Context: an optimization exercise on an open-source flow, tuned for small area, a short achievable clock period and few clock cycles per item. The choices shown serve that exercise and are no tape-out recipe.
At most, simulation tests tie the RTL to the original design; equivalence was not proved.
The RTL of runs 2 to 4 was laid out without a check of its function.

==> flow/design.v <==
module aes_sbox_a (
    input  wire [7:0]  in,
    output wire [13:0] cut
);
    wire U0 = in[7], U1 = in[6], U2 = in[5], U3 = in[4];
    wire U4 = in[3], U5 = in[2], U6 = in[1], U7 = in[0];
    wire T1, T2, T3, T4, T5, T6, T7, T8, T9, T10, T11, T12;
    wire T13, T14, T15, T16, T17, T18, T19, T20, T21, T22, T23, T24;
    wire T25, T26, T27, M1, M2, M3, M4, M5, M6, M7, M8, M9;
    wire M10, M11, M12, M13, M14, M15, M16, M17, M18, M19, M20, M21;
    wire M22, M23, M24, M25, M26, M27, M28, M29, M30, M31, M32, M33;
    wire M34, M35, M36, M37, M38, M39, M40;
    aes_xor2 g_T1 (.a(U0), .b(U3), .y(T1));
    aes_xor2 g_T2 (.a(U0), .b(U5), .y(T2));
    aes_xor2 g_T3 (.a(U0), .b(U6), .y(T3));
    aes_xor2 g_T4 (.a(U3), .b(U5), .y(T4));
    aes_xor2 g_T5 (.a(U4), .b(U6), .y(T5));
    aes_xor2 g_T6 (.a(T1), .b(T5), .y(T6));
    aes_xor2 g_T7 (.a(U1), .b(U2), .y(T7));
    aes_xor2 g_T8 (.a(U7), .b(T6), .y(T8));
    aes_xor2 g_T9 (.a(U7), .b(T7), .y(T9));
    aes_xor2 g_T10 (.a(T6), .b(T7), .y(T10));
    aes_xor2 g_T11 (.a(U1), .b(U5), .y(T11));
    aes_xor2 g_T12 (.a(U2), .b(U5), .y(T12));
    aes_xor2 g_T13 (.a(T3), .b(T4), .y(T13));
    aes_xor2 g_T14 (.a(T6), .b(T11), .y(T14));
    aes_xor2 g_T15 (.a(T5), .b(T11), .y(T15));
    aes_xor2 g_T16 (.a(T5), .b(T12), .y(T16));
    aes_xor2 g_T17 (.a(T9), .b(T16), .y(T17));
    aes_xor2 g_T18 (.a(U3), .b(U7), .y(T18));
    aes_xor2 g_T19 (.a(T7), .b(T18), .y(T19));
    aes_xor2 g_T20 (.a(T1), .b(T19), .y(T20));
    aes_xor2 g_T21 (.a(U6), .b(U7), .y(T21));
    aes_xor2 g_T22 (.a(T7), .b(T21), .y(T22));
    aes_xor2 g_T23 (.a(T2), .b(T22), .y(T23));
    aes_xor2 g_T24 (.a(T2), .b(T10), .y(T24));
    aes_xor2 g_T25 (.a(T20), .b(T17), .y(T25));
    aes_xor2 g_T26 (.a(T3), .b(T16), .y(T26));
    aes_xor2 g_T27 (.a(T1), .b(T12), .y(T27));
    aes_nand2 g_M1 (.a(T13), .b(T6), .y(M1));
    aes_nand2 g_M2 (.a(T23), .b(T8), .y(M2));
    aes_xnor2 g_M3 (.a(T14), .b(M1), .y(M3));
    aes_nand2 g_M4 (.a(T19), .b(U7), .y(M4));
    aes_xor2 g_M5 (.a(M4), .b(M1), .y(M5));
    aes_nand2 g_M6 (.a(T3), .b(T16), .y(M6));
    aes_nand2 g_M7 (.a(T22), .b(T9), .y(M7));
    aes_xnor2 g_M8 (.a(T26), .b(M6), .y(M8));
    aes_nand2 g_M9 (.a(T20), .b(T17), .y(M9));
    aes_xor2 g_M10 (.a(M9), .b(M6), .y(M10));
    aes_nand2 g_M11 (.a(T1), .b(T15), .y(M11));
    aes_nand2 g_M12 (.a(T4), .b(T27), .y(M12));
    aes_xor2 g_M13 (.a(M12), .b(M11), .y(M13));
    aes_nand2 g_M14 (.a(T2), .b(T10), .y(M14));
    aes_xor2 g_M15 (.a(M14), .b(M11), .y(M15));
    aes_xnor2 g_M16 (.a(M3), .b(M2), .y(M16));
    aes_xor2 g_M17 (.a(M5), .b(T24), .y(M17));
    aes_xnor2 g_M18 (.a(M8), .b(M7), .y(M18));
    aes_xor2 g_M19 (.a(M10), .b(M15), .y(M19));
    aes_xor2 g_M20 (.a(M16), .b(M13), .y(M20));
    aes_xor2 g_M21 (.a(M17), .b(M15), .y(M21));
    aes_xor2 g_M22 (.a(M18), .b(M13), .y(M22));
    aes_xor2 g_M23 (.a(M19), .b(T25), .y(M23));
    aes_xnor2 g_M24 (.a(M22), .b(M23), .y(M24));
    aes_nand2 g_M25 (.a(M22), .b(M20), .y(M25));
    aes_xor2 g_M26 (.a(M21), .b(M25), .y(M26));
    aes_xnor2 g_M27 (.a(M20), .b(M21), .y(M27));
    aes_xor2 g_M28 (.a(M23), .b(M25), .y(M28));
    aes_nor2 g_M29 (.a(M28), .b(M27), .y(M29));
    aes_nor2 g_M30 (.a(M26), .b(M24), .y(M30));
    aes_nand2 g_M31 (.a(M20), .b(M23), .y(M31));
    aes_nor2 g_M32 (.a(M27), .b(M31), .y(M32));
    aes_xor2 g_M33 (.a(M27), .b(M25), .y(M33));
    aes_nand2 g_M34 (.a(M21), .b(M22), .y(M34));
    aes_nor2 g_M35 (.a(M24), .b(M34), .y(M35));
    aes_xor2 g_M36 (.a(M24), .b(M25), .y(M36));
    aes_xor2 g_M37 (.a(M21), .b(M29), .y(M37));
    aes_xor2 g_M38 (.a(M32), .b(M33), .y(M38));
    aes_xor2 g_M39 (.a(M23), .b(M30), .y(M39));
    aes_xor2 g_M40 (.a(M35), .b(M36), .y(M40));
    assign cut = {M37, M38, M39, M40, U7, T16, T9, T27, T10, T13, T19, T3, T20, T2};
endmodule
module aes_sbox_b (
    input  wire [13:0] cut,
    output wire [7:0]  out
);
    wire M37, M38, M39, M40, U7, T16, T9, T27, T10, T13, T19, T3;
    wire T20, T2;
    assign {M37, M38, M39, M40, U7, T16, T9, T27, T10, T13, T19, T3, T20, T2} = cut;
    wire T6, T8, T17, T15, T23, T22, T1, T4;
    aes_xor2 g_T6 (.a(T16), .b(T27), .y(T6));
    aes_xor2 g_T8 (.a(T9), .b(T10), .y(T8));
    aes_xor2 g_T17 (.a(T16), .b(T9), .y(T17));
    aes_xor2 g_T15 (.a(T27), .b(T10), .y(T15));
    aes_xor2 g_T23 (.a(T13), .b(T19), .y(T23));
    aes_xor2 g_T22 (.a(T3), .b(T20), .y(T22));
    aes_xor2 g_T1 (.a(T19), .b(T20), .y(T1));
    aes_xor2 g_T4 (.a(T13), .b(T3), .y(T4));
    wire M41, M42, M43, M44, M45, M46, M47, M48, M49, M50, M51, M52;
    wire M53, M54, M55, M56, M57, M58, M59, M60, M61, M62, M63, L0;
    wire L1, L2, L3, L4, L5, L6, L7, L8, L9, L10, L11, L12;
    wire L13, L14, L15, L16, L17, L18, L19, L20, L21, L22, L23, L24;
    wire L25, L26, L27, L28, L29, S0, S1, S2, S3, S4, S5, S6;
    wire S7;
    aes_xor2 g_M41 (.a(M38), .b(M40), .y(M41));
    aes_xor2 g_M42 (.a(M37), .b(M39), .y(M42));
    aes_xor2 g_M43 (.a(M37), .b(M38), .y(M43));
    aes_xor2 g_M44 (.a(M39), .b(M40), .y(M44));
    aes_xor2 g_M45 (.a(M42), .b(M41), .y(M45));
    aes_nand2 g_M46 (.a(M44), .b(T6), .y(M46));
    aes_nand2 g_M47 (.a(M40), .b(T8), .y(M47));
    aes_nand2 g_M48 (.a(M39), .b(U7), .y(M48));
    aes_nand2 g_M49 (.a(M43), .b(T16), .y(M49));
    aes_nand2 g_M50 (.a(M38), .b(T9), .y(M50));
    aes_nand2 g_M51 (.a(M37), .b(T17), .y(M51));
    aes_nand2 g_M52 (.a(M42), .b(T15), .y(M52));
    aes_nand2 g_M53 (.a(M45), .b(T27), .y(M53));
    aes_nand2 g_M54 (.a(M41), .b(T10), .y(M54));
    aes_nand2 g_M55 (.a(M44), .b(T13), .y(M55));
    aes_nand2 g_M56 (.a(M40), .b(T23), .y(M56));
    aes_nand2 g_M57 (.a(M39), .b(T19), .y(M57));
    aes_nand2 g_M58 (.a(M43), .b(T3), .y(M58));
    aes_nand2 g_M59 (.a(M38), .b(T22), .y(M59));
    aes_nand2 g_M60 (.a(M37), .b(T20), .y(M60));
    aes_nand2 g_M61 (.a(M42), .b(T1), .y(M61));
    aes_nand2 g_M62 (.a(M45), .b(T4), .y(M62));
    aes_nand2 g_M63 (.a(M41), .b(T2), .y(M63));
    aes_xor2 g_L0 (.a(M61), .b(M62), .y(L0));
    aes_xor2 g_L1 (.a(M50), .b(M56), .y(L1));
    aes_xor2 g_L2 (.a(M46), .b(M48), .y(L2));
    aes_xor2 g_L3 (.a(M47), .b(M55), .y(L3));
    aes_xor2 g_L4 (.a(M54), .b(M58), .y(L4));
    aes_xor2 g_L5 (.a(M49), .b(M61), .y(L5));
    aes_xnor2 g_L6 (.a(M62), .b(L5), .y(L6));
    aes_xnor2 g_L7 (.a(M46), .b(L3), .y(L7));
    aes_xor2 g_L8 (.a(M51), .b(M59), .y(L8));
    aes_xor2 g_L9 (.a(M52), .b(M53), .y(L9));
    aes_xnor2 g_L10 (.a(M53), .b(L4), .y(L10));
    aes_xnor2 g_L11 (.a(M60), .b(L2), .y(L11));
    aes_xor2 g_L12 (.a(M48), .b(M51), .y(L12));
    aes_xnor2 g_L13 (.a(M50), .b(L0), .y(L13));
    aes_xor2 g_L14 (.a(M52), .b(M61), .y(L14));
    aes_xnor2 g_L15 (.a(M55), .b(L1), .y(L15));
    aes_xnor2 g_L16 (.a(M56), .b(L0), .y(L16));
    aes_xnor2 g_L17 (.a(M57), .b(L1), .y(L17));
    aes_xnor2 g_L18 (.a(M58), .b(L8), .y(L18));
    aes_xnor2 g_L19 (.a(M63), .b(L4), .y(L19));
    aes_xor2 g_L20 (.a(L0), .b(L1), .y(L20));
    aes_xor2 g_L21 (.a(L1), .b(L7), .y(L21));
    aes_xor2 g_L22 (.a(L3), .b(L12), .y(L22));
    aes_xor2 g_L23 (.a(L18), .b(L2), .y(L23));
    aes_xor2 g_L24 (.a(L15), .b(L9), .y(L24));
    aes_xor2 g_L25 (.a(L6), .b(L10), .y(L25));
    aes_xor2 g_L26 (.a(L7), .b(L9), .y(L26));
    aes_xor2 g_L27 (.a(L8), .b(L10), .y(L27));
    aes_xor2 g_L28 (.a(L11), .b(L14), .y(L28));
    aes_xor2 g_L29 (.a(L11), .b(L17), .y(L29));
    aes_xor2 g_S0 (.a(L6), .b(L24), .y(S0));
    aes_xnor2 g_S1 (.a(L16), .b(L26), .y(S1));
    aes_xnor2 g_S2 (.a(L19), .b(L28), .y(S2));
    aes_xor2 g_S3 (.a(L6), .b(L21), .y(S3));
    aes_xor2 g_S4 (.a(L20), .b(L22), .y(S4));
    aes_xor2 g_S5 (.a(L25), .b(L29), .y(S5));
    aes_xnor2 g_S6 (.a(L13), .b(L27), .y(S6));
    aes_xnor2 g_S7 (.a(L6), .b(L23), .y(S7));
    assign out = {S0, S1, S2, S3, S4, S5, S6, S7};
endmodule
module aes_xor2 (input wire a, input wire b, output wire y);
    assign y = a ^ b;
endmodule
module aes_xnor2 (input wire a, input wire b, output wire y);
    assign y = ~(a ^ b);
endmodule
module aes_nand2 (input wire a, input wire b, output wire y);
    assign y = ~(a & b);
endmodule
module aes_nor2 (input wire a, input wire b, output wire y);
    assign y = ~(a | b);
endmodule
module aes_round_a (
    input  wire [127:0] in,
    output wire [223:0] cut
);
    genvar g;
    generate
        for (g = 0; g < 16; g = g + 1) begin : g_sbox
            aes_sbox_a u_sbox (
                .in (in[127 - 8*g -: 8]),
                .cut(cut[223 - 14*g -: 14])
            );
        end
    endgenerate
endmodule
module aes_round_b (
    input  wire [223:0] cut,
    output wire [127:0] shifted,    
    output wire [127:0] mixed       
);
    wire [127:0] sub;
    genvar g, r, c;
    generate
        for (g = 0; g < 16; g = g + 1) begin : g_sbox
            aes_sbox_b u_sbox (
                .cut(cut[223 - 14*g -: 14]),
                .out(sub[127 - 8*g -: 8])
            );
        end
        for (c = 0; c < 4; c = c + 1) begin : g_col
            for (r = 0; r < 4; r = r + 1) begin : g_row
                assign shifted[127 - 8*(r + 4*c) -: 8] = sub[127 - 8*(r + 4*((c + r) % 4)) -: 8];
            end
            aes_mix_column u_mix (
                .in (shifted[127 - 32*c -: 32]),
                .out(mixed[127 - 32*c -: 32])
            );
        end
    endgenerate
endmodule
module aes_mix_column (
    input  wire [31:0] in,
    output wire [31:0] out
);
    wire [7:0] a0 = in[31:24], a1 = in[23:16], a2 = in[15:8], a3 = in[7:0];
    wire [7:0] p01, p12, p23, p30, q0, q1, q2, q3, x0, x1, x2, x3, b0, b1, b2, b3;
    aes_xor8  u_p01 (.a(a0), .b(a1), .y(p01));
    aes_xor8  u_p12 (.a(a1), .b(a2), .y(p12));
    aes_xor8  u_p23 (.a(a2), .b(a3), .y(p23));
    aes_xor8  u_p30 (.a(a3), .b(a0), .y(p30));
    aes_xor8  u_q0  (.a(a1), .b(p23), .y(q0));
    aes_xor8  u_q1  (.a(a2), .b(p30), .y(q1));
    aes_xor8  u_q2  (.a(a3), .b(p01), .y(q2));
    aes_xor8  u_q3  (.a(a0), .b(p12), .y(q3));
    aes_xtime u_x0  (.a(p01), .y(x0));
    aes_xtime u_x1  (.a(p12), .y(x1));
    aes_xtime u_x2  (.a(p23), .y(x2));
    aes_xtime u_x3  (.a(p30), .y(x3));
    aes_xor8  u_b0  (.a(x0), .b(q0), .y(b0));
    aes_xor8  u_b1  (.a(x1), .b(q1), .y(b1));
    aes_xor8  u_b2  (.a(x2), .b(q2), .y(b2));
    aes_xor8  u_b3  (.a(x3), .b(q3), .y(b3));
    assign out = {b0, b1, b2, b3};
endmodule
module aes_xtime (
    input  wire [7:0] a,
    output wire [7:0] y
);
    assign y = {a[6:0], 1'b0} ^ {3'b000, a[7], a[7], 1'b0, a[7], a[7]};
endmodule
module aes_xor8 (
    input  wire [7:0] a,
    input  wire [7:0] b,
    output wire [7:0] y
);
    assign y = a ^ b;
endmodule
module aes_key_expand_a (
    input  wire [31:0] word,
    output wire [55:0] cut
);
    genvar g;
    generate
        for (g = 0; g < 4; g = g + 1) begin : g_sbox
            aes_sbox_a u_sbox (
                .in (word[31 - 8*g -: 8]),
                .cut(cut[55 - 14*g -: 14])
            );
        end
    endgenerate
endmodule
module aes_key_expand_b (
    input  wire [55:0]  cut,
    input  wire [127:0] base,
    input  wire [7:0]   rcon,
    output wire [127:0] pre,     
    output wire [31:0]  sub      
);
    genvar g;
    generate
        for (g = 0; g < 4; g = g + 1) begin : g_sbox
            aes_sbox_b u_sbox (
                .cut(cut[55 - 14*g -: 14]),
                .out(sub[31 - 8*g -: 8])
            );
        end
    endgenerate
    wire [31:0] p0 = base[127:96] ^ {rcon, 24'h000000};
    wire [31:0] p1 = p0 ^ base[95:64];
    wire [31:0] p2 = p1 ^ base[63:32];
    wire [31:0] p3 = p2 ^ base[31:0];
    assign pre = {p0, p1, p2, p3};
endmodule
module aes_encrypt_core (
    input  wire         clk,
    input  wire         rst,         
    input  wire         start,
    input  wire         key_256,     
    input  wire [255:0] key,
    input  wire [127:0] block_in,
    output wire         ready,
    output wire         done,
    output wire [127:0] block_out
);
    reg [127:0] m1;          
    reg [127:0] ka1;         
    reg [127:0] kb1;         
    reg [7:0]   rcon1;       
    reg [3:0]   rnd1;
    reg         mode1;       
    reg         rot1;        
    reg         v1;          
    reg [223:0] d2;          
    reg [55:0]  kc2;         
    reg [127:0] ka2;
    reg [127:0] kb2;
    reg [7:0]   rcon2;       
    reg [7:0]   rcon_n2;     
    reg [3:0]   rnd2;
    reg         mode2;
    reg         last2;       
    reg         v2;
    reg [127:0] result;
    reg         done_q;
    reg         ready_q;
    wire ld     = !v2 || last2;
    wire accept = start && ready_q;
    function [7:0] xtime;
        input [7:0] b;
        begin
            xtime = {b[6:0], 1'b0} ^ (b[7] ? 8'h1b : 8'h00);
        end
    endfunction
    wire [127:0] x1;
    aes_xor128 u_ark (.a(m1), .b(ka1), .y(x1));
    wire [223:0] d1;
    aes_round_a u_round_a (.in(x1), .cut(d1));
    wire [31:0] kw1 = !mode1         ? {ka1[23:0], ka1[31:24]} :
                      rot1           ? {kb1[23:0], kb1[31:24]} : kb1[31:0];
    wire [55:0] kc1;
    aes_key_expand_a u_key_a (.word(kw1), .cut(kc1));
    wire last1 = (rnd1 == (mode1 ? 4'd14 : 4'd10));
    always @(posedge clk) begin
        d2      <= d1;
        kc2     <= kc1;
        ka2     <= ka1;
        kb2     <= kb1;
        rcon2   <= rot1 ? rcon1 : 8'h00;
        rcon_n2 <= rot1 ? xtime(rcon1) : rcon1;
        rnd2    <= rnd1;
        mode2   <= mode1;
        last2   <= last1;
    end
    wire [127:0] shifted, mixed;
    aes_round_b u_round_b (.cut(d2), .shifted(shifted), .mixed(mixed));
    wire [127:0] ke_pre;
    wire [31:0]  ke_sub;
    aes_key_expand_b u_key_b (.cut(kc2), .base(ka2), .rcon(rcon2), .pre(ke_pre), .sub(ke_sub));
    wire [127:0] ke_next = ke_pre ^ {4{ke_sub}};
    wire [127:0] rk_pre = mode2 ? kb2 : ke_pre;
    wire [127:0] rk_sub = mode2 ? 128'd0 : {4{ke_sub}};
    wire [127:0] res2 = (shifted ^ rk_pre) ^ rk_sub;
    always @(posedge clk) begin
        result <= res2;
        if (ld) begin
            m1    <= block_in;
            ka1   <= key[255:128];
            kb1   <= key[127:0];
            rcon1 <= 8'h01;
            rnd1  <= 4'd1;
            mode1 <= key_256;
            rot1  <= 1'b1;
        end else begin
            m1    <= mixed;
            ka1   <= rk_pre ^ rk_sub;
            kb1   <= ke_next;
            rcon1 <= rcon_n2;
            rnd1  <= rnd2 + 4'd1;
            mode1 <= mode2;
            rot1  <= !mode2 || !rnd2[0];
        end
    end
    wire       v1_n    = ld ? accept : v2;
    wire       mode1_n = ld ? key_256 : mode2;
    wire [3:0] rnd1_n  = ld ? 4'd1 : rnd2 + 4'd1;
    wire       ready_n = (!v1 || last1) && (!v1_n || !mode1_n || rnd1_n >= 4'd5);
    always @(posedge clk) begin
        if (rst) begin
            v1      <= 1'b0;
            v2      <= 1'b0;
            done_q  <= 1'b0;
            ready_q <= 1'b1;
        end else begin
            v1      <= v1_n;
            v2      <= v1;
            done_q  <= v2 && last2;
            ready_q <= ready_n;
        end
    end
    assign ready     = ready_q;
    assign done      = done_q;
    assign block_out = result;
endmodule
module aes_xor128 (
    input  wire [127:0] a,
    input  wire [127:0] b,
    output wire [127:0] y
);
    assign y = a ^ b;
endmodule
==> flow/flow/run.sh <==
#!/bin/bash
# The standard layout (standard.sh, unchanged synthesis), with the input and
# output port buffers made from the smallest buffer cell.
set -euo pipefail
export BUFFER_PORTS_ARGS="-buffer_cell sky130_fd_sc_hd__buf_1"
bash standard.sh > standard.log 2>&1
==> flow/standard.sh <==
#!/bin/bash
# synth_recipe.tcl (not shown) runs the flow's synth.tcl, then flattens the netlist and writes it again
# the make line also repeats each setting of config.mk as NAME=value (left out here)
make -C /OpenROAD-flow-scripts/flow DESIGN_CONFIG=/design/flow/config.mk WORK_HOME=/design/flow/orfs CLKGATE_MAP_FILE= SYNTH_SCRIPT=/design/flow/synth_recipe.tcl "${@:-finish}"
==> flow/config.mk <==
export PLATFORM = sky130hd
export DESIGN_NAME = aes_encrypt_core
export DESIGN_NICKNAME = aes_encrypt_core
export VERILOG_FILES = /design/flow/design.v
export SDC_FILE = /design/flow/constraint.sdc
export NUM_CORES = 4
export LEC_CHECK = 0
export CAP_MARGIN = 20
export CORE_MARGIN = 2
export CORE_UTILIZATION = 65
export CTS_BUF_LIST = sky130_fd_sc_hd__clkbuf_8
export CTS_CLUSTER_SIZE = 30
export PLACE_DENSITY = 0.75
export SETUP_SLACK_MARGIN = 2.5
export SLEW_MARGIN = 20
export SYNTH_HIERARCHICAL = 1
export SYNTH_MINIMUM_KEEP_SIZE = 0
==> flow/constraint.sdc <==
create_clock -name core_clock -period 6.0 [get_ports {clk}]
set_input_delay 1.2000 -clock core_clock [delete_from_list [all_inputs] [get_ports {clk}]]
set_output_delay 1.2000 -clock core_clock [all_outputs]
set_load 0.01 [all_outputs]
==> impl_results.md, run 1 <==
- Bufs and invs on worst path: 0
- Starting Density: 65.5%
- Final nets: 7245
- Distinct cell type count after synthesis: 31
- Largest family of logic cells by synthesized area: XOR/XNOR gates
- # hold bufs at CTS: 0
- Die Span X: 313 um
- Hold path startpoint: kb1[67]
- RSZ-0062 raised after global routing: true
- Starting DRC count in detailed routing: 4042
- Post-synthesis cell area: 62000 um^2
- Delay-heaviest family, CP: XOR/XNOR gates
- Vias per cell: 5.21
- Slew Limit Fails: 0
- Avg Synthesized Cell Area: 9.23 um^2
- Root buf cell: clkbuf_8
- Synth top area share: 35.1%
- Period utilization: 60.1%
- Critical Path Start Type: flip-flop
- Post-synthesis mux area share: 2.68%
- Worst EP required: 6700 ps
- Type of the worst min-delay path: flip-flop to flip-flop
- Layout cells sized above 1: 11.3%
- Most frequent CP cell: xor2_1
- Rows: 113
- MaxCap Viol Count: 0
- Setup ws final: 2390 ps
- Crit Reg-Reg Endpoint: result[38]
- Post-Synth XOR/XNOR Area: 42.8%
- Largest net degree at the start of global routing: 189
- Total negative slack: 0 ps
- Routed wire per std cell: 22.6 um
- Slew at the pin with the worst max-slew slack: 1230 ps
- Register area share after synthesis: 35.1%
- Max Root-Sink Buffers: 3
- Area contributors post-synth: dfxtp_1 35%, xor2_1 33%, nand2_1 9.1%
- Post-Synthesis Cells: 6722
- Status: no timing/DRC/antenna violations
- Layout area overhead: 10.7%
- Compound-gate portion of the synthesized area: 1.38%
- Worst path max stage delay: 700 ps
- Worst path slowest cell: mux2i_2
- RePlAce Congestion: 1.01
- Worst Hold End: kb2[67]
- Net Count, Synth: 7111
- Final wirelength: 187000 um
- Final HPWL DP: 147000 um
- Remaining Overflow, GRT: 0
- First-pass DRT Iterations: 5
- Post-route ant nets: 0
- CP cell instances: xor2_1 -> xor2_1 -> nand2_1 -> xor2_1 -> xnor2_1 -> xnor2_1 -> xor2_1 -> mux2i_2 -> xnor2_1
- CP max FO: 4
- CP endpoint kind: flip-flop
- Start of the worst register-to-register path: kc2[11]
- Clock slew at reported path FFs: 60 ps
- First-pass GRT wire length: 264000 um
- Clk sink count: 1088
- Min Tclk post-route: 3610 ps
- Worst reg-to-reg setup slack: 2390 ps
- Worst setup path class: flip-flop to flip-flop
- DIE AREA: 97900 um^2
- DRC viols: 0
- Die Ht: 313 um
- GR Util All Layers: 36.5%
- Seq cells post-synth: 1088
- Worst Hold Path Cells: 0
- Port bufs: 517
- Skew final: 59.7 ps
- Adder-cell share of the synthesized area: 0.0202%
- FF-to-FF path depth: 9
- Post-Place Setup Slack: 1810 ps
- Vias in the first global route: 42.4k
- Warnings, synthesis: 7
- Simple-Gate Fraction of Synth Area: 10.0%
- Arrival time worst endpoint: 4300 ps
- IO Pins: 518
- Initial antenna violation count: 14
- FMAX: 0.277 GHz
- CTS buffer count: 175
- Final hold vios: 0
- Yosys top cell by area: dfxtp_1
- Worst rel slew slack: 17.7%
- TritonCTS clock tree: yes
- H-Tree Depth: 4
- Worst-Skew Late Latency: 870 ps
- Endpoints failing setup: 0
- Core region area: 94700 um^2
- Routed vias: 43.1k
-- how the worst max path moves through the flow --
stage	start	depth (start not counted)	end	slack [ps]
after global routing	d2[124]	11	m1[35]	2180
after floorplan	rot1	15	kc2[10]	2490
after global placement	mode1	13	kc2[10]	1860
after CTS	kc2[13]	8	result[96]	2420
after detailed placement	mode1	13	kc2[10]	1810
final	kc2[11]	9	result[38]	2390
-- modules after synthesis (local to each module, per instance), excerpt --
module	cells	area, um^2
aes_xor8	8	70.1
aes_xor128	128	1120
aes_sbox_b	8	60.1
aes_encrypt_core	2762	31100
aes_xnor2	1	8.76
aes_nand2	1	3.75
aes_key_expand_b	160	1750
aes_xor2	1	8.76
aes_nor2	1	3.75
aes_xtime	8	63.8
aes_sbox_a	14	105
-- metal layers --
metal / GRT usage [%] / part of all wire [%] / routed length (um)
met1: 48.3 / 42 / 77800
met2: 56.7 / 44 / 83000
met3: 6.29 / 7.6 / 14200
met4: 20.7 / 6.3 / 11800
met5: 0 / 0.0059 / 11
-- sequential cells by signal, indices dropped and copies added, names as in the netlist --
signal and cells:
m1 128, rcon_n2 8, rot1 1, rcon1 8, done_q 1, v2 1
rnd1 4, result 128, rcon2 8, kb2 128, d2 224, kc2 56
ka1 128, mode1 1, kb1 128, ka2 128, ready_q 1, mode2 1
last2 1, v1 1, rnd2 4
-- area by class of cell --
type / count / area, um^2
multi-input cells: 4949 / 38600
fillers: 7172 / 26000
flip-flops and latches: 1088 / 21800
clock buffers: 221 / 3040
repair buffers: 616 / 2820
well taps: 1265 / 1580
clock inverters: 94 / 683
inverters: 26 / 105
diodes: 4 / 10.0
-- cells in the mapped netlist --
| cell type | instances |
|---|---|
| nand2b_1 | 1 |
| clkbuf_1 | 21 |
| buf_6 | 27 |
| buf_4 | 572 |
| xnor2_1 | 597 |
| inv_2 | 1 |
| o21ai_0 | 129 |
| mux2i_1 | 159 |
| and2_1 | 16 |
| mux2_2 | 5 |
| buf_2 | 35 |
| o21ai_1 | 1 |
| inv_1 | 25 |
| xor2_2 | 8 |
| nor2_1 | 119 |
| nand2b_4 | 1 |
| xor2_1 | 2337 |
| nand3_1 | 2 |
| ha_1 | 1 |
| o32a_1 | 1 |
| a21oi_1 | 35 |
| nor2b_1 | 1 |
| nand2_1 | 1499 |
| buf_1 | 4 |
| dfxtp_1 | 1088 |
| nor3_1 | 1 |
| o311ai_1 | 1 |
| xnor3_1 | 32 |
| a21oi_2 | 1 |
| mux2_4 | 1 |
| and2b_1 | 1 |
-- kinds of logic (layout without fill, tap and decap cells) --
family                   count (synthesis)  count (layout)
XOR/XNOR                              2974            2974
AND/OR/NAND/NOR                       1641            1641
flip-flops                            1088            1088
buffers and inverters                  685             957
AO/OA/AOI/OAI                          168             168
multiplexers                           165             165
adder cells (fa/ha/maj)                  1               1
other                                    0               4
-- stage by stage --
| step | instance area [um^2] | instances | util, % | hold WS [ps] |
|---|---|---|---|---|
| CTS | 65800 | 8199 | 69.4 | 317 |
| floorplan | 62200 | 6722 | - | 310 |
| finish | 68700 | 8263 | 72.5 | 310 |
| global route | 68700 | 8263 | 72.5 | 322 |
| detailed placement | 61100 | 7874 | 64.5 | 312 |
| global placement | 61100 | 7874 | 64.5 | 310 |
-- timing repair --
action,CTS,global route
resized for setup,111,331
setup buffers,10,60
setup endpoints to repair,104,215
pin swaps,4,42
-- cell usage in the layout, fill, tap and decap left out, types with 42 or more instances in the layout --
cell type / netlist / final
xor2_4: 0 / 49
clkbuf_8: 0 / 221
nand2_1: 1499 / 1498
buf_4: 572 / 88
inv_1: 25 / 72
buf_1: 4 / 517
mux2i_1: 159 / 145
xor2_2: 8 / 253
nor2_1: 119 / 119
xnor2_2: 0 / 42
dfxtp_1: 1088 / 1064
o21ai_0: 129 / 129
xnor2_1: 597 / 553
xor2_1: 2337 / 2043
Testbench counts, summed over its fixed seeds: cycles 29,754, items 2,400.
==> inputs of run 2 (changes only) <==
--- a/flow/design.v
+++ b/flow/design.v
@@ -354,14 +354,21 @@
     wire [31:0]  ke_sub;
     aes_key_expand_b u_key_b (.cut(kc2), .base(ka2), .rcon(rcon2), .pre(ke_pre), .sub(ke_sub));
-    wire [127:0] ke_next = ke_pre ^ {4{ke_sub}};
     wire [127:0] rk_pre = mode2 ? kb2 : ke_pre;
-    wire [127:0] rk_sub = mode2 ? 128'd0 : {4{ke_sub}};
-    wire [127:0] res2 = (shifted ^ rk_pre) ^ rk_sub;
+    wire [31:0]  sub_rk, sub_ka1, sub_kb1;
+    aes_and32 u_sub_rk  (.a(ke_sub), .en(!mode2), .y(sub_rk));
+    aes_and32 u_sub_ka1 (.a(ke_sub), .en(!(ld || mode2)), .y(sub_ka1));
+    aes_and32 u_sub_kb1 (.a(ke_sub), .en(!ld), .y(sub_kb1));
+    wire [127:0] res_pre, res2;
+    aes_xor128 u_res_pre (.a(shifted), .b(rk_pre), .y(res_pre));
+    aes_xor128 u_res     (.a(res_pre), .b({4{sub_rk}}), .y(res2));
+    wire [127:0] ka1_d, kb1_d;
+    aes_xor128 u_ka1 (.a(ld ? key[255:128] : rk_pre), .b({4{sub_ka1}}), .y(ka1_d));
+    aes_xor128 u_kb1 (.a(ld ? key[127:0] : ke_pre), .b({4{sub_kb1}}), .y(kb1_d));
     always @(posedge clk) begin
         result <= res2;
+        ka1    <= ka1_d;
+        kb1    <= kb1_d;
         if (ld) begin
             m1    <= block_in;
-            ka1   <= key[255:128];
-            kb1   <= key[127:0];
             rcon1 <= 8'h01;
             rnd1  <= 4'd1;
@@ -370,6 +377,4 @@
         end else begin
             m1    <= mixed;
-            ka1   <= rk_pre ^ rk_sub;
-            kb1   <= ke_next;
             rcon1 <= rcon_n2;
             rnd1  <= rnd2 + 4'd1;
@@ -406,2 +411,9 @@
     assign y = a ^ b;
 endmodule
+module aes_and32 (
+    input  wire [31:0] a,
+    input  wire        en,
+    output wire [31:0] y
+);
+    assign y = a & {32{en}};
+endmodule
--- a/flow/config.mk
+++ b/flow/config.mk
@@ -8,8 +8,8 @@
 export CAP_MARGIN = 20
 export CORE_MARGIN = 2
-export CORE_UTILIZATION = 65
+export CORE_UTILIZATION = 50
 export CTS_BUF_LIST = sky130_fd_sc_hd__clkbuf_8
 export CTS_CLUSTER_SIZE = 30
-export PLACE_DENSITY = 0.75
+export PLACE_DENSITY = 0.6
 export SETUP_SLACK_MARGIN = 2.5
 export SLEW_MARGIN = 20
==> impl_results.md, run 2 <==
- Rows: 133
- Largest net degree at the start of global routing: 164
- Worst path max stage delay: 610 ps
- Biggest register: d2
- First-pass GRT wire length: 297000 um
- Post-Synthesis Cells: 7212
- Top-count cell post-synth: xor2_1
- Distinct cell type count after synthesis: 29
- Final wirelength: 212000 um
- Remaining Overflow, GRT: 0
- Clock slew at reported path FFs: 60 ps
- Seq. cell area: 21800 um^2
- Worst path slowest cell: xor2_2
- CTS buffer count: 187
- # hold bufs at CTS: 0
- Post-Place Setup Slack: 1730 ps
- Top post-synthesis cells by count: 2722 x xor2_1, 1756 x nand2_1, 1088 x dfxtp_1, 565 x buf_4, 468 x xnor2_1
- Type of the worst min-delay path: flip-flop to flip-flop
- Vias in the first global route: 44.1k
- Post-synth EDFFs: 0
- Arrival time worst endpoint: 4400 ps
- Placed cell count: 8888
- Core region area: 131000 um^2
- Worst rel slew slack: 28.0%
- Most frequent CP cell: xor2_1
- Register area share after synthesis: 33.2%
- Warnings, synthesis: 7
- Period utilization: 58.4%
- IO Pins: 518
- Post-synthesis cell area: 65700 um^2
- Post-route insts no fill: 9292
- Commonest non-fill, non-tap cell in the layout: xor2_1
- Net Count, Synth: 7601
- Min Tclk post-route: 3510 ps
- Vias per cell: 4.81
- Starting Density: 50.2%
- DRC viols: 0
- Worst-Skew Late Latency: 960 ps
- Port bufs: 517
- Worst reg-to-reg setup slack: 2490 ps
- CP max FO: 4
- Avg Synthesized Cell Area: 9.11 um^2
- First-pass DRT Iterations: 5
- Commonest cells after routing, fill and taps aside: 2456 x xor2_1, 1756 x nand2_1, 1064 x dfxtp_1, 517 x buf_1, 427 x xnor2_1
- RePlAce Congestion: 0.952
- Slew at the pin with the worst max-slew slack: 1070 ps
- Synth top area share: 36.3%
- Hold slack final: 304 ps
- Clk sink count: 1088
- Seq cells post-synth: 1088
- Post-route ant nets: 0
- CP endpoint kind: flip-flop
- Starting DRC count in detailed routing: 3306
- Setup ws final: 2490 ps
- Multi-input logic area: 41800 um^2
- Final nets: 7780
- Utilization after layout: 55.8%
- Critical Path Start Type: flip-flop
- Prevailing post-synth register cell: dfxtp_1
- Design area: 73000 um^2
- Yosys top cell by area: xor2_1
- Routed wire per std cell: 22.8 um
- Placed Instance Area: 65800 um^2
- FMAX: 0.285 GHz
- Routed vias: 44.7k
- Worst EP required: 6890 ps
- Endpoints failing setup: 0
- Initial antenna violation count: 8
- Max Root-Sink Buffers: 3
- Area contributors post-synth: xor2_1 36%, dfxtp_1 33%, nand2_1 10%
- CP cell instances: xor2_1 -> xor2_1 -> nand2_1 -> xor2_1 -> xor2_1 -> xor2_2 -> xor2_1 -> xor2_1 -> xor2_1 -> nand2_1 -> nand2_1
- Total negative slack: 0 ps
- MaxCap Viol Count: 0
- Layout cells sized above 1: 13.6%
- Final hold vios: 0
- Async SR Flop Fraction: 0%
- Worst setup path class: flip-flop to flip-flop
- RSZ-0062 raised after global routing: true
- Fill cells: 12.0k
- DIE AREA: 134000 um^2
- Slew Limit Fails: 0
- Max reg flops: 224
- Final HPWL DP: 172000 um
- Layout area overhead: 11.2%
- TritonCTS clock tree: yes
- H-Tree Depth: 4
- Root buf cell: clkbuf_8
- GR Util All Layers: 30.5%
- Die Ht: 366 um
- Die Span X: 366 um
- Skew final: 52.0 ps
- Status: no timing/DRC/antenna violations
==> run 2: path summary, 6_finish.rpt <==
kind	start	to	depth (start not counted)
worst max-delay path	d2[26]	m1[91]	11
worst min register to register	kb1[33]	kb2[33]	0
worst max register to register	d2[26]	m1[91]	11
worst min-delay path	kb1[33]	kb2[33]	0
==> run 2: critical path: cells and delay by family, from the launching register on <==
| family | cells | cell delay, ps |
|---|---|---|
| simple gates | 3 | 320 |
| xor+xnor | 8 | 2740 |
| flops | 1 | 410 |
==> run 2: kinds of logic (layout without fill, tap and decap cells) <==
kind of cell / after synthesis / in the layout / synth area share [%]
AND/OR/NAND/NOR: 1994 / 1994 / 12.0
buffers and inverters: 695 / 1013 / 7.45
other: 0 / 7 / 0
XOR/XNOR: 3230 / 3230 / 43.8
flip-flops: 1088 / 1088 / 33.2
AO/OA/AOI/OAI: 38 / 38 / 0.303
multiplexers: 166 / 166 / 3.22
adder cells (fa/ha/maj): 1 / 1 / 0.0190
==> run 2: timing repair <==
| action | CTS | global route |
|---|---|---|
| gates resized for setup | 113 | 252 |
| pin swaps | 9 | 47 |
| buffers inserted | 13 | 56 |
| setup endpoints to repair | 108 | 168 |
==> run 2: area by class of cell <==
class | count | share of cell area (%)
multi-input cells | 5429 | 57.2
flip-flops and latches | 1088 | 29.9
clock buffers | 235 | 4.43
repair buffers | 658 | 4.27
well taps | 1755 | 3.01
clock inverters | 93 | 1.03
inverters | 27 | 0.149
diodes | 7 | 0.0240
==> run 2: per-module statistics from Yosys, one instance, submodules excluded, excerpt <==
module	cells	flip-flops and latches	times used	cell area (um^2)
aes_and32	35	0	3	255
aes_sbox_b	8	0	20	60.1
aes_encrypt_core	2635	1088	1	29500
aes_nand2	1	0	600	3.75
aes_xtime	8	0	16	63.8
aes_xor8	8	0	48	70.1
==> run 2: metal layers <==
| layer | global-route usage (%) | vias to the layer above | routed length [um] |
|---|---|---|---|
| met5 | 0 | - | 13 |
| met4 | 12.8 | 2 | 8890 |
| met3 | 5.17 | 312 | 13300 |
| met2 | 46.4 | 1355 | 92500 |
| met1 | 42.6 | 21400 | 97000 |
| li1 | - | 21600 | - |
==> inputs of run 3 (changes only) <==
--- a/flow/design.v
+++ b/flow/design.v
@@ -9,6 +9,5 @@
     wire T25, T26, T27, M1, M2, M3, M4, M5, M6, M7, M8, M9;
     wire M10, M11, M12, M13, M14, M15, M16, M17, M18, M19, M20, M21;
-    wire M22, M23, M24, M25, M26, M27, M28, M29, M30, M31, M32, M33;
-    wire M34, M35, M36, M37, M38, M39, M40;
+    wire M22;
     aes_xor2 g_T1 (.a(U0), .b(U3), .y(T1));
     aes_xor2 g_T2 (.a(U0), .b(U5), .y(T2));
@@ -60,4 +59,28 @@
     aes_xor2 g_M21 (.a(M17), .b(M15), .y(M21));
     aes_xor2 g_M22 (.a(M18), .b(M13), .y(M22));
+    assign cut = {M19, T25, M22, M20, M21, T6, T8, T27, T10, T13, T23, T20, T4, T2};
+endmodule
+module aes_sbox_b (
+    input  wire [13:0] cut_a,
+    output wire [19:0] cut_b
+);
+    wire M19, T25, M22, M20, M21, T6, T8, T27, T10, T13, T23, T20;
+    wire T4, T2;
+    assign {M19, T25, M22, M20, M21, T6, T8, T27, T10, T13, T23, T20, T4, T2} = cut_a;
+    wire U7, T16, T9, T17, T15, T19, T3, T22, T1;
+    aes_xor2 g_U7 (.a(T6), .b(T8), .y(U7));
+    aes_xor2 g_T16 (.a(T6), .b(T27), .y(T16));
+    aes_xor2 g_T9 (.a(T8), .b(T10), .y(T9));
+    aes_xor2 g_T17 (.a(T25), .b(T20), .y(T17));
+    aes_xor2 g_T15 (.a(T27), .b(T10), .y(T15));
+    aes_xor2 g_T19 (.a(T13), .b(T23), .y(T19));
+    aes_xor2 g_T3 (.a(T13), .b(T4), .y(T3));
+    aes_xor2 g_T22 (.a(T23), .b(T2), .y(T22));
+    aes_xor2 g_T1 (.a(T4), .b(T2), .y(T1));
+    wire M23, M24, M25, M26, M27, M28, M29, M30, M31, M32, M33, M34;
+    wire M35, M36, M37, M38, M39, M40, M41, M42, M43, M44, M45, M46;
+    wire M47, M48, M49, M50, M51, M52, M53, M54, M55, M56, M57, M58;
+    wire M59, M60, M61, M62, M63, L1, L2, L3, L4, L5, L8, L12;
+    wire L14, L15, L17, L18;
     aes_xor2 g_M23 (.a(M19), .b(T25), .y(M23));
     aes_xnor2 g_M24 (.a(M22), .b(M23), .y(M24));
@@ -78,28 +101,4 @@
     aes_xor2 g_M39 (.a(M23), .b(M30), .y(M39));
     aes_xor2 g_M40 (.a(M35), .b(M36), .y(M40));
-    assign cut = {M37, M38, M39, M40, U7, T16, T9, T27, T10, T13, T19, T3, T20, T2};
-endmodule
-module aes_sbox_b (
-    input  wire [13:0] cut,
-    output wire [7:0]  out
-);
-    wire M37, M38, M39, M40, U7, T16, T9, T27, T10, T13, T19, T3;
-    wire T20, T2;
-    assign {M37, M38, M39, M40, U7, T16, T9, T27, T10, T13, T19, T3, T20, T2} = cut;
-    wire T6, T8, T17, T15, T23, T22, T1, T4;
-    aes_xor2 g_T6 (.a(T16), .b(T27), .y(T6));
-    aes_xor2 g_T8 (.a(T9), .b(T10), .y(T8));
-    aes_xor2 g_T17 (.a(T16), .b(T9), .y(T17));
-    aes_xor2 g_T15 (.a(T27), .b(T10), .y(T15));
-    aes_xor2 g_T23 (.a(T13), .b(T19), .y(T23));
-    aes_xor2 g_T22 (.a(T3), .b(T20), .y(T22));
-    aes_xor2 g_T1 (.a(T19), .b(T20), .y(T1));
-    aes_xor2 g_T4 (.a(T13), .b(T3), .y(T4));
-    wire M41, M42, M43, M44, M45, M46, M47, M48, M49, M50, M51, M52;
-    wire M53, M54, M55, M56, M57, M58, M59, M60, M61, M62, M63, L0;
-    wire L1, L2, L3, L4, L5, L6, L7, L8, L9, L10, L11, L12;
-    wire L13, L14, L15, L16, L17, L18, L19, L20, L21, L22, L23, L24;
-    wire L25, L26, L27, L28, L29, S0, S1, S2, S3, S4, S5, S6;
-    wire S7;
     aes_xor2 g_M41 (.a(M38), .b(M40), .y(M41));
     aes_xor2 g_M42 (.a(M37), .b(M39), .y(M42));
@@ -125,5 +124,4 @@
     aes_nand2 g_M62 (.a(M45), .b(T4), .y(M62));
     aes_nand2 g_M63 (.a(M41), .b(T2), .y(M63));
-    aes_xor2 g_L0 (.a(M61), .b(M62), .y(L0));
     aes_xor2 g_L1 (.a(M50), .b(M56), .y(L1));
     aes_xor2 g_L2 (.a(M46), .b(M48), .y(L2));
@@ -131,17 +129,30 @@
     aes_xor2 g_L4 (.a(M54), .b(M58), .y(L4));
     aes_xor2 g_L5 (.a(M49), .b(M61), .y(L5));
+    aes_xor2 g_L8 (.a(M51), .b(M59), .y(L8));
+    aes_xor2 g_L12 (.a(M48), .b(M51), .y(L12));
+    aes_xor2 g_L14 (.a(M52), .b(M61), .y(L14));
+    aes_xnor2 g_L15 (.a(M55), .b(L1), .y(L15));
+    aes_xnor2 g_L17 (.a(M57), .b(L1), .y(L17));
+    aes_xnor2 g_L18 (.a(M58), .b(L8), .y(L18));
+    assign cut_b = {M61, M62, L5, M46, L3, M52, M53, L4, M60, L2, M50, M56, M63, L1, L12, L18, L15, L8, L14, L17};
+endmodule
+module aes_sbox_c (
+    input  wire [19:0] cut,
+    output wire [7:0]  out
+);
+    wire M61, M62, L5, M46, L3, M52, M53, L4, M60, L2, M50, M56;
+    wire M63, L1, L12, L18, L15, L8, L14, L17;
+    assign {M61, M62, L5, M46, L3, M52, M53, L4, M60, L2, M50, M56, M63, L1, L12, L18, L15, L8, L14, L17} = cut;
+    wire L0, L6, L7, L9, L10, L11, L13, L16, L19, L20, L21, L22;
+    wire L23, L24, L25, L26, L27, L28, L29, S0, S1, S2, S3, S4;
+    wire S5, S6, S7;
+    aes_xor2 g_L0 (.a(M61), .b(M62), .y(L0));
     aes_xnor2 g_L6 (.a(M62), .b(L5), .y(L6));
     aes_xnor2 g_L7 (.a(M46), .b(L3), .y(L7));
-    aes_xor2 g_L8 (.a(M51), .b(M59), .y(L8));
     aes_xor2 g_L9 (.a(M52), .b(M53), .y(L9));
     aes_xnor2 g_L10 (.a(M53), .b(L4), .y(L10));
     aes_xnor2 g_L11 (.a(M60), .b(L2), .y(L11));
-    aes_xor2 g_L12 (.a(M48), .b(M51), .y(L12));
     aes_xnor2 g_L13 (.a(M50), .b(L0), .y(L13));
-    aes_xor2 g_L14 (.a(M52), .b(M61), .y(L14));
-    aes_xnor2 g_L15 (.a(M55), .b(L1), .y(L15));
     aes_xnor2 g_L16 (.a(M56), .b(L0), .y(L16));
-    aes_xnor2 g_L17 (.a(M57), .b(L1), .y(L17));
-    aes_xnor2 g_L18 (.a(M58), .b(L8), .y(L18));
     aes_xnor2 g_L19 (.a(M63), .b(L4), .y(L19));
     aes_xor2 g_L20 (.a(L0), .b(L1), .y(L20));
@@ -192,5 +203,19 @@
 endmodule
 module aes_round_b (
-    input  wire [223:0] cut,
+    input  wire [223:0] cut_a,
+    output wire [319:0] cut_b
+);
+    genvar g;
+    generate
+        for (g = 0; g < 16; g = g + 1) begin : g_sbox
+            aes_sbox_b u_sbox (
+                .cut_a(cut_a[223 - 14*g -: 14]),
+                .cut_b(cut_b[319 - 20*g -: 20])
+            );
+        end
+    endgenerate
+endmodule
+module aes_round_c (
+    input  wire [319:0] cut,
     output wire [127:0] shifted,    
     output wire [127:0] mixed       
@@ -200,6 +225,6 @@
     generate
         for (g = 0; g < 16; g = g + 1) begin : g_sbox
-            aes_sbox_b u_sbox (
-                .cut(cut[223 - 14*g -: 14]),
+            aes_sbox_c u_sbox (
+                .cut(cut[319 - 20*g -: 20]),
                 .out(sub[127 - 8*g -: 8])
             );
@@ -268,5 +293,19 @@
 endmodule
 module aes_key_expand_b (
-    input  wire [55:0]  cut,
+    input  wire [55:0] cut_a,
+    output wire [79:0] cut_b
+);
+    genvar g;
+    generate
+        for (g = 0; g < 4; g = g + 1) begin : g_sbox
+            aes_sbox_b u_sbox (
+                .cut_a(cut_a[55 - 14*g -: 14]),
+                .cut_b(cut_b[79 - 20*g -: 20])
+            );
+        end
+    endgenerate
+endmodule
+module aes_key_expand_c (
+    input  wire [79:0]  cut,
     input  wire [127:0] base,
     input  wire [7:0]   rcon,
@@ -277,6 +316,6 @@
     generate
         for (g = 0; g < 4; g = g + 1) begin : g_sbox
-            aes_sbox_b u_sbox (
-                .cut(cut[55 - 14*g -: 14]),
+            aes_sbox_c u_sbox (
+                .cut(cut[79 - 20*g -: 20]),
                 .out(sub[31 - 8*g -: 8])
             );
@@ -318,8 +357,18 @@
     reg         last2;       
     reg         v2;
+    reg [319:0] d3;          
+    reg [79:0]  kc3;         
+    reg [127:0] ka3;
+    reg [127:0] kb3;
+    reg [7:0]   rcon3;
+    reg [7:0]   rcon_n3;
+    reg [3:0]   rnd3;
+    reg         mode3;
+    reg         last3;
+    reg         v3;
     reg [127:0] result;
     reg         done_q;
     reg         ready_q;
-    wire ld     = !v2 || last2;
+    wire ld     = !v3 || last3;
     wire accept = start && ready_q;
     function [7:0] xtime;
@@ -349,26 +398,36 @@
         last2   <= last1;
     end
+    wire [319:0] dd2;
+    aes_round_b u_round_b (.cut_a(d2), .cut_b(dd2));
+    wire [79:0] kcc2;
+    aes_key_expand_b u_key_b (.cut_a(kc2), .cut_b(kcc2));
+    always @(posedge clk) begin
+        d3      <= dd2;
+        kc3     <= kcc2;
+        ka3     <= ka2;
+        kb3     <= kb2;
+        rcon3   <= rcon2;
+        rcon_n3 <= rcon_n2;
+        rnd3    <= rnd2;
+        mode3   <= mode2;
+        last3   <= last2;
+    end
     wire [127:0] shifted, mixed;
-    aes_round_b u_round_b (.cut(d2), .shifted(shifted), .mixed(mixed));
+    aes_round_c u_round_c (.cut(d3), .shifted(shifted), .mixed(mixed));
     wire [127:0] ke_pre;
     wire [31:0]  ke_sub;
-    aes_key_expand_b u_key_b (.cut(kc2), .base(ka2), .rcon(rcon2), .pre(ke_pre), .sub(ke_sub));
-    wire [127:0] rk_pre = mode2 ? kb2 : ke_pre;
-    wire [31:0]  sub_rk, sub_ka1, sub_kb1;
-    aes_and32 u_sub_rk  (.a(ke_sub), .en(!mode2), .y(sub_rk));
-    aes_and32 u_sub_ka1 (.a(ke_sub), .en(!(ld || mode2)), .y(sub_ka1));
-    aes_and32 u_sub_kb1 (.a(ke_sub), .en(!ld), .y(sub_kb1));
-    wire [127:0] res_pre, res2;
-    aes_xor128 u_res_pre (.a(shifted), .b(rk_pre), .y(res_pre));
-    aes_xor128 u_res     (.a(res_pre), .b({4{sub_rk}}), .y(res2));
-    wire [127:0] ka1_d, kb1_d;
-    aes_xor128 u_ka1 (.a(ld ? key[255:128] : rk_pre), .b({4{sub_ka1}}), .y(ka1_d));
-    aes_xor128 u_kb1 (.a(ld ? key[127:0] : ke_pre), .b({4{sub_kb1}}), .y(kb1_d));
+    aes_key_expand_c u_key_c (.cut(kc3), .base(ka3), .rcon(rcon3), .pre(ke_pre), .sub(ke_sub));
+    wire [127:0] ke_next = ke_pre ^ {4{ke_sub}};
+    wire [127:0] rk_pre = mode3 ? kb3 : ke_pre;
+    wire [127:0] rk_sub = mode3 ? 128'd0 : {4{ke_sub}};
+    wire [127:0] res3 = (shifted ^ rk_pre) ^ rk_sub;
+    wire [127:0] ka1_pre = ld ? key[255:128] : rk_pre;
+    wire [127:0] ka1_sub = (ld || mode3) ? 128'd0 : {4{ke_sub}};
     always @(posedge clk) begin
-        result <= res2;
-        ka1    <= ka1_d;
-        kb1    <= kb1_d;
+        result <= res3;
+        ka1    <= ka1_pre ^ ka1_sub;
         if (ld) begin
             m1    <= block_in;
+            kb1   <= key[127:0];
             rcon1 <= 8'h01;
             rnd1  <= 4'd1;
@@ -377,18 +436,22 @@
         end else begin
             m1    <= mixed;
-            rcon1 <= rcon_n2;
-            rnd1  <= rnd2 + 4'd1;
-            mode1 <= mode2;
-            rot1  <= !mode2 || !rnd2[0];
+            kb1   <= ke_next;
+            rcon1 <= rcon_n3;
+            rnd1  <= rnd3 + 4'd1;
+            mode1 <= mode3;
+            rot1  <= !mode3 || !rnd3[0];
         end
     end
-    wire       v1_n    = ld ? accept : v2;
-    wire       mode1_n = ld ? key_256 : mode2;
-    wire [3:0] rnd1_n  = ld ? 4'd1 : rnd2 + 4'd1;
-    wire       ready_n = (!v1 || last1) && (!v1_n || !mode1_n || rnd1_n >= 4'd5);
+    wire       v1_n    = ld ? accept : v3;
+    wire       mode1_n = ld ? key_256 : mode3;
+    wire [3:0] rnd1_n  = ld ? 4'd1 : rnd3 + 4'd1;
+    wire       ready_n = (!v2 || last2) &&
+                         (!v1_n || !mode1_n || rnd1_n >= 4'd5) &&
+                         (!v1 || !mode1 || rnd1 >= 4'd5);
     always @(posedge clk) begin
         if (rst) begin
             v1      <= 1'b0;
             v2      <= 1'b0;
+            v3      <= 1'b0;
             done_q  <= 1'b0;
             ready_q <= 1'b1;
@@ -396,5 +459,6 @@
             v1      <= v1_n;
             v2      <= v1;
-            done_q  <= v2 && last2;
+            v3      <= v2;
+            done_q  <= v3 && last3;
             ready_q <= ready_n;
         end
@@ -411,9 +475,2 @@
     assign y = a ^ b;
 endmodule
-module aes_and32 (
-    input  wire [31:0] a,
-    input  wire        en,
-    output wire [31:0] y
-);
-    assign y = a & {32{en}};
-endmodule
==> flow/run.sh (new file) <==
#!/bin/bash
# synth_recipe.tcl (not shown) runs the flow's synth.tcl, then flattens the netlist and writes it again
# the make line also repeats each setting of config.mk as NAME=value (left out here)
make -C /OpenROAD-flow-scripts/flow DESIGN_CONFIG=/design/flow/config.mk WORK_HOME=/design/flow/orfs CLKGATE_MAP_FILE= SYNTH_SCRIPT=/design/flow/synth_recipe.tcl finish
--- a/flow/config.mk
+++ b/flow/config.mk
@@ -12,5 +12,5 @@
 export CTS_CLUSTER_SIZE = 30
 export PLACE_DENSITY = 0.6
-export SETUP_SLACK_MARGIN = 2.5
+export SETUP_SLACK_MARGIN = 3.0
 export SLEW_MARGIN = 20
 export SYNTH_HIERARCHICAL = 1
removed: flow/flow/run.sh
removed: flow/standard.sh
==> impl_results.md, run 3 <==
- Async SR Flop Fraction: 0%
- Max Root-Sink Buffers: 4
- Final HPWL DP: 179000 um
- Final hold vios: 0
- FF-to-FF path depth: 7
- Root buf cell: clkbuf_8
- Worst rel slew slack: 19.1%
- DIE AREA: 160000 um^2
- Post-route ant nets: 0
- Prevailing post-synth register cell: dfxtp_1
- Starting Density: 50.3%
- Worst EP required: 6850 ps
- Clock slew at reported path FFs: 60 ps
- CP endpoint kind: flip-flop
- Worst setup path class: flip-flop to flip-flop
- Endpoints failing setup: 0
- Min Tclk post-route: 2920 ps
- Routed vias: 46.7k
- DRC viols: 0
- Layout area overhead: 8.56%
- Biggest register: d3
- Fill cells: 14.1k
- Yosys top cell by area: dfxtp_1
- Max reg flops: 320
- Worst Hold End: kb2[83]
- Post-route insts no fill: 9922
- Avg Synthesized Cell Area: 9.96 um^2
- Layout cells sized above 1: 7.68%
- RSZ-0062 raised after global routing: false
- Synth top area share: 45.1%
- First-pass GRT wire length: 315000 um
- H-Tree Depth: 5
- Slew Limit Fails: 0
- Top-count cell post-synth: xor2_1
- Crit Reg-Reg Endpoint: result[2]
- Vias in the first global route: 47.0k
- Post-Synthesis Cells: 7876
- Area contributors post-synth: dfxtp_1 45%, xor2_1 25%, buf_4 9.0%
- IO Pins: 518
- Commonest cells after routing, fill and taps aside: 2205 x xor2_1, 1755 x dfxtp_1, 1375 x nand2_1, 718 x xnor2_1, 394 x clkbuf_8
- Rows: 145
- First-pass DRT Iterations: 5
- Total negative slack: 0 ps
- Die Span X: 400 um
- Placed cell count: 9389
- CP max FO: 4
- Worst Hold Path Cells: 0
- MaxCap Viol Count: 0
- Initial antenna violation count: 11
- Critical Path Start Type: flip-flop
- Net Count, Synth: 8265
- Routed wire per std cell: 22.6 um
- Register area share after synthesis: 45.1%
- Start of the worst register-to-register path: kc3[18]
- Largest net degree at the start of global routing: 141
- Slew at the pin with the worst max-slew slack: 1210 ps
- CTS buffer count: 310
- Post-synth EDFFs: 0
- Remaining Overflow, GRT: 0
- Core region area: 156000 um^2
- Worst reg-to-reg setup slack: 3080 ps
- Period utilization: 48.7%
- Critical Path Start: kc3[18]
- Warnings, synthesis: 7
- Final nets: 8042
- Worst-Skew Late Latency: 1000 ps
- Seq cells post-synth: 1767
- GR Util All Layers: 27.4%
- Top Registers: d3 x320, d2 x224
- Commonest non-fill, non-tap cell in the layout: xor2_1
- Arrival time worst endpoint: 3770 ps
- Post-synthesis cell area: 78500 um^2
- Skew final: 71.6 ps
- Hold path startpoint: kb1[83]
- Top post-synthesis cells by count: 2230 x xor2_1, 1767 x dfxtp_1, 1375 x nand2_1, 945 x buf_4, 724 x xnor2_1
- Final wirelength: 224000 um
- Port bufs: 517
- Clk sink count: 1767
- Status: no timing/DRC/antenna violations
- Post-Place Setup Slack: 2440 ps
- Setup ws final: 3080 ps
- Vias per cell: 4.71
- TritonCTS clock tree: yes
- Distinct cell type count after synthesis: 31
- RePlAce Congestion: 0.943
- Type of the worst min-delay path: flip-flop to flip-flop
- FMAX: 0.342 GHz
- Starting DRC count in detailed routing: 3083
- Die Ht: 400 um
==> run 3: kinds of logic (layout without fill, tap and decap cells) <==
| family | after synthesis | in the layout | synth area share, % |
|---|---|---|---|
| other | 0 | 10 | 0 |
| AO/OA/AOI/OAI | 424 | 424 | 2.90 |
| buffers and inverters | 1132 | 1110 | 10.1 |
| XOR/XNOR | 2994 | 2994 | 34.1 |
| AND/OR/NAND/NOR | 1521 | 1521 | 7.36 |
| flip-flops | 1767 | 1767 | 45.1 |
| multiplexers | 37 | 37 | 0.480 |
| adder cells (fa/ha/maj) | 1 | 1 | 0.0159 |
==> run 3: worst max-delay path, stage by stage, from the launching register on <==
cell and delay [ps]:
dfxtp_1 320, xnor2_1 480, xor2_1 230, xor2_1 650, xnor2_1 390, nand2_1 150, o21ai_1 210, xnor2_1 370
==> run 3: final cells by class <==
type	instances	area [um^2]	area share, %
sequential	1767	35400	41.5
clock buffer	394	5420	6.37
tap	2058	2570	3.02
antenna	10	25.0	0.0294
multi-input combinational	4977	35500	41.6
timing repair buffer	571	5510	6.47
clock inverter	119	703	0.825
inverter	26	105	0.123
==> run 3: worst max path at each step <==
stage / endpoint / slack (ps) / cells past startpoint
4_1_cts: kc2[51] / 2990 / 9
6_report: result[2] / 3080 / 7
2_1_floorplan: kc2[37] / 3070 / 11
3_5_place_dp: kc2[9] / 2440 / 9
5_1_grt: m1[4] / 2970 / 8
3_3_place_gp: kc2[9] / 2520 / 9
==> run 3: layer usage <==
| metal | GRT usage (%) | share of wire [%] | vias to the layer above |
|---|---|---|---|
| li1 | - | - | 22900 |
| met1 | 36.1 | 44 | 22100 |
| met2 | 43.9 | 46 | 1333 |
| met3 | 4.69 | 5.5 | 397 |
| met4 | 12.2 | 4.4 | 2 |
| met5 | 0 | 0.0054 | - |
==> run 3: per-module statistics from Yosys (local to each module, per instance), excerpt <==
| module | flops+latches | cells | area (um^2) | copies in the design |
|---|---|---|---|---|
| aes_sbox_a | 0 | 14 | 105 | 20 |
| aes_nand2 | 0 | 1 | 3.75 | 600 |
| aes_nor2 | 0 | 1 | 3.75 | 80 |
| aes_encrypt_core | 1767 | 3496 | 44300 | 1 |
| aes_key_expand_c | 0 | 160 | 1750 | 1 |
| aes_xor128 | 0 | 128 | 1120 | 1 |
| aes_xor2 | 0 | 1 | 8.76 | 1660 |
| aes_sbox_b | 0 | 20 | 150 | 20 |
| aes_xor8 | 0 | 8 | 70.1 | 48 |
| aes_xnor2 | 0 | 1 | 8.76 | 400 |
| aes_sbox_c | 0 | 8 | 60.1 | 20 |
==> run 3: stage by stage <==
stage / hold WS [ps] / utilization, % / area (um^2)
after detailed placement: 312 / 50.6 / 78900
after global placement: 310 / 50.5 / 78800
final: 286 / 54.6 / 85200
after global routing: 300 / 54.6 / 85200
after CTS: 289 / 54.4 / 84900
after floorplan: 310 / - / 78500
==> run 3: repair_timing <==
item	CTS	global route
hold buffers	0	0
endpoints found under the setup margin	150	48
buffers inserted	2	8
pin swaps	0	1
gates resized for setup	150	28
==> inputs of run 4 (changes only) <==
==> flow/flow/run.sh (new file) <==
#!/bin/bash
# The standard layout (standard.sh, unchanged synthesis), with the input and
# output port buffers made from the smallest buffer cell.
set -euo pipefail
export BUFFER_PORTS_ARGS="-buffer_cell sky130_fd_sc_hd__buf_1"
bash standard.sh > standard.log 2>&1
==> flow/standard.sh (new file) <==
#!/bin/bash
# synth_recipe.tcl (not shown) runs the flow's synth.tcl, then flattens the netlist and writes it again
# the make line also repeats each setting of config.mk as NAME=value (left out here)
make -C /OpenROAD-flow-scripts/flow DESIGN_CONFIG=/design/flow/config.mk WORK_HOME=/design/flow/orfs CLKGATE_MAP_FILE= SYNTH_SCRIPT=/design/flow/synth_recipe.tcl "${@:-finish}"
--- a/flow/config.mk
+++ b/flow/config.mk
@@ -12,5 +12,5 @@
 export CTS_CLUSTER_SIZE = 30
 export PLACE_DENSITY = 0.6
-export SETUP_SLACK_MARGIN = 3.0
+export SETUP_SLACK_MARGIN = 3.6
 export SLEW_MARGIN = 20
 export SYNTH_HIERARCHICAL = 1
removed: flow/run.sh
==> impl_results.md, run 4 <==
- Post-Synthesis Cells: 7876
- Vias per cell: 4.73
- Biggest register: d3
- Slew Limit Fails: 0
- Min Tclk post-route: 2720 ps
- Worst path slowest cell: dfxtp_4
- Bufs and invs on worst path: 1
- Final wirelength: 233000 um
- Remaining Overflow, GRT: 0
- Placed Instance Area: 76000 um^2
- Endpoints failing setup: 0
- Slew at the pin with the worst max-slew slack: 967 ps
- Worst rel slew slack: 35.1%
- Final nets: 8344
- IO Pins: 518
- Core region area: 156000 um^2
- Port bufs: 517
- Placed cell count: 9414
- Grt met2 use: 44.7%
- Top Registers: d3 x320, d2 x224
- Rows: 145
- Max reg flops: 320
- RSZ-0062 raised after global routing: true
- Delay-heaviest family, CP: flip-flops
- Final HPWL DP: 180000 um
- Total negative slack: 0 ps
- Worst path max stage delay: 390 ps
- Critical path depth: 1
- Area contributors post-synth: dfxtp_1 45%, xor2_1 25%, buf_4 9.0%
- Warnings, synthesis: 7
- Async SR Flop Fraction: 0%
- Starting DRC count in detailed routing: 3510
- Vias in the first global route: 47.9k
- Top-count cell post-synth: xor2_1
- Avg Synthesized Cell Area: 9.96 um^2
- Post-route insts no fill: 10.2k
- Seq. cell area: 35600 um^2
- CTS buffer count: 307
- Root buf cell: clkbuf_8
- H-Tree Depth: 5
- Period utilization: 45.3%
- DRC viols: 0
- Worst EP required: 4800 ps
- Setup ws final: 3280 ps
- CP max FO: 1
- Design area: 91200 um^2
- FF-to-FF path depth: 12
- Skew final: 82.2 ps
- Post-Place Setup Slack: 2870 ps
- Post-synth EDFFs: 0
- Distinct cell type count after synthesis: 31
- GRT met3 Usage: 4.38%
- Layout cells sized above 1: 20.9%
- Routed vias: 48.3k
- Status: no timing/DRC/antenna violations
- First-pass GRT wire length: 319000 um
- GR Util All Layers: 27.9%
- Commonest non-fill, non-tap cell in the layout: xor2_1
- Die Span X: 400 um
- TritonCTS clock tree: yes
- RePlAce Congestion: 0.976
- Worst setup path class: flip-flop to output port
- Layout area overhead: 16.2%
- Largest net degree at the start of global routing: 187
- Critical Path Start Type: flip-flop
- Utilization after layout: 58.4%
- Die Ht: 400 um
- Multi-input logic area: 41100 um^2
- Clock slew at reported path FFs: 60 ps
- Prevailing post-synth register cell: dfxtp_1
- Arrival time worst endpoint: 1520 ps
- Worst Hold Path Cells: 0
- FMAX: 0.368 GHz
- Post-synthesis cell area: 78500 um^2
- Clk sink count: 1767
- Net Count, Synth: 8265
- Seq cells post-synth: 1767
- Yosys top cell by area: dfxtp_1
- Initial antenna violation count: 13
- Post-route ant nets: 0
- Routed wire per std cell: 22.8 um
- Hold slack final: 279 ps
- First-pass DRT Iterations: 6
- Final hold vios: 0
- Most Crowded Layer GR: met2
- Fill cells: 13.3k
- Commonest cells after routing, fill and taps aside: 1811 x xor2_1, 1644 x dfxtp_1, 1369 x nand2_1, 583 x xnor2_1, 387 x buf_1
- Top post-synthesis cells by count: 2230 x xor2_1, 1767 x dfxtp_1, 1375 x nand2_1, 945 x buf_4, 724 x xnor2_1
- DIE AREA: 160000 um^2
- Synth top area share: 45.1%
- Starting Density: 50.3%
- Type of the worst min-delay path: flip-flop to flip-flop
- CP cell instances: buf_6
- Register area share after synthesis: 45.1%
- Met1 usage: 36.9%
- CP endpoint kind: output port
- Max Root-Sink Buffers: 4
- MaxCap Viol Count: 0
- Worst-Skew Late Latency: 1030 ps
## run 4: cell counts after synthesis
No cell type changed its count.
## run 4: timing repair
action	CTS	global route
cloned	3	5
setup endpoints to repair	509	522
hold buffers	0	0
resized for setup	682	435
buffers inserted	120	162
pin swaps	53	161
## run 4: path summary, 6_finish.rpt
path	to	start	slack, ps
min reg2reg	ka3[112]	ka2[112]	280
max	block_out[3]	result[3]	3280
min	ka3[112]	ka2[112]	280
max reg2reg	kc2[13]	rot1	3430
## run 4: per-module statistics from Yosys (local to each module, per instance), a selection
module,cells inside,flops+latches,times used
aes_encrypt_core,3496,1767,1
aes_nand2,1,0,600
aes_xnor2,1,0,400
aes_sbox_c,8,0,20
aes_nor2,1,0,80
aes_xor8,8,0,48
aes_sbox_a,14,0,20
aes_xor2,1,0,1660
aes_sbox_b,20,0,20
## run 4: final cells by class
type                            instances  area share, %
Antenna cell                            6         0.0165
Clock buffer                          366           5.53
Clock inverter                        145          0.972
Inverter                               26          0.121
Multi-Input combinational cell       4980           45.1
Sequential cell                      1767           39.0
Tap cell                             2058           2.82
Timing Repair Buffer                  873           6.41
## run 4: routing by layer
layer  wire (um)  up-vias  share of wire, %
met5          13        -            0.0056
met4       11500        2               4.9
met3       12700      408               5.5
met2      108000     1535                46
met1      101000    23200                43
li1            -    23100                 -
## run 4: logic make-up after synthesis
| group | count (synthesis) | synth area share, % |
|---|---|---|
| muxes | 37 | 0.480 |
| xor gates and xnor gates | 2994 | 34.1 |
| DFF | 1767 | 45.1 |
| and+or+nand+nor | 1521 | 7.36 |
| AOI/OAI and AO/OA | 424 | 2.90 |
| adders and majority gates | 1 | 0.0159 |
| buffers and inverters | 1132 | 10.1 |

-- what the ideal ports hide --
In the flow no input, the clock included, has a driving cell. The finished layouts below were timed again as built, in two steps.
Step 1 sets driving cells, clkbuf_16 on the clock port and buf_2 on the other inputs (assumed; they add their load-dependent delay and slew).
Step 2 moves the port delays by t, midway between the first and last clock arrival at a register: inputs arrive t later, outputs are due t later. That takes back most of the time a late clock gives input paths.
a / b / c = no drivers / after step 1 / after step 2; a / b = the first two.
run | t, ns | setup WS [ns] | worst data-port slew with drivers (ns)
run 1 | 0.929 | 2.393 / 2.393 / 2.393 | 0.10
run 2 | 1.011 | 2.494 / 2.494 / 2.494 | 0.13
run 3 | 1.042 | 3.078 / 3.044 / 3.078 | 0.11
run 4 | 1.063 | 3.284 / 3.209 / 3.431 | 0.15
After both steps setup and hold are still met in every run listed.
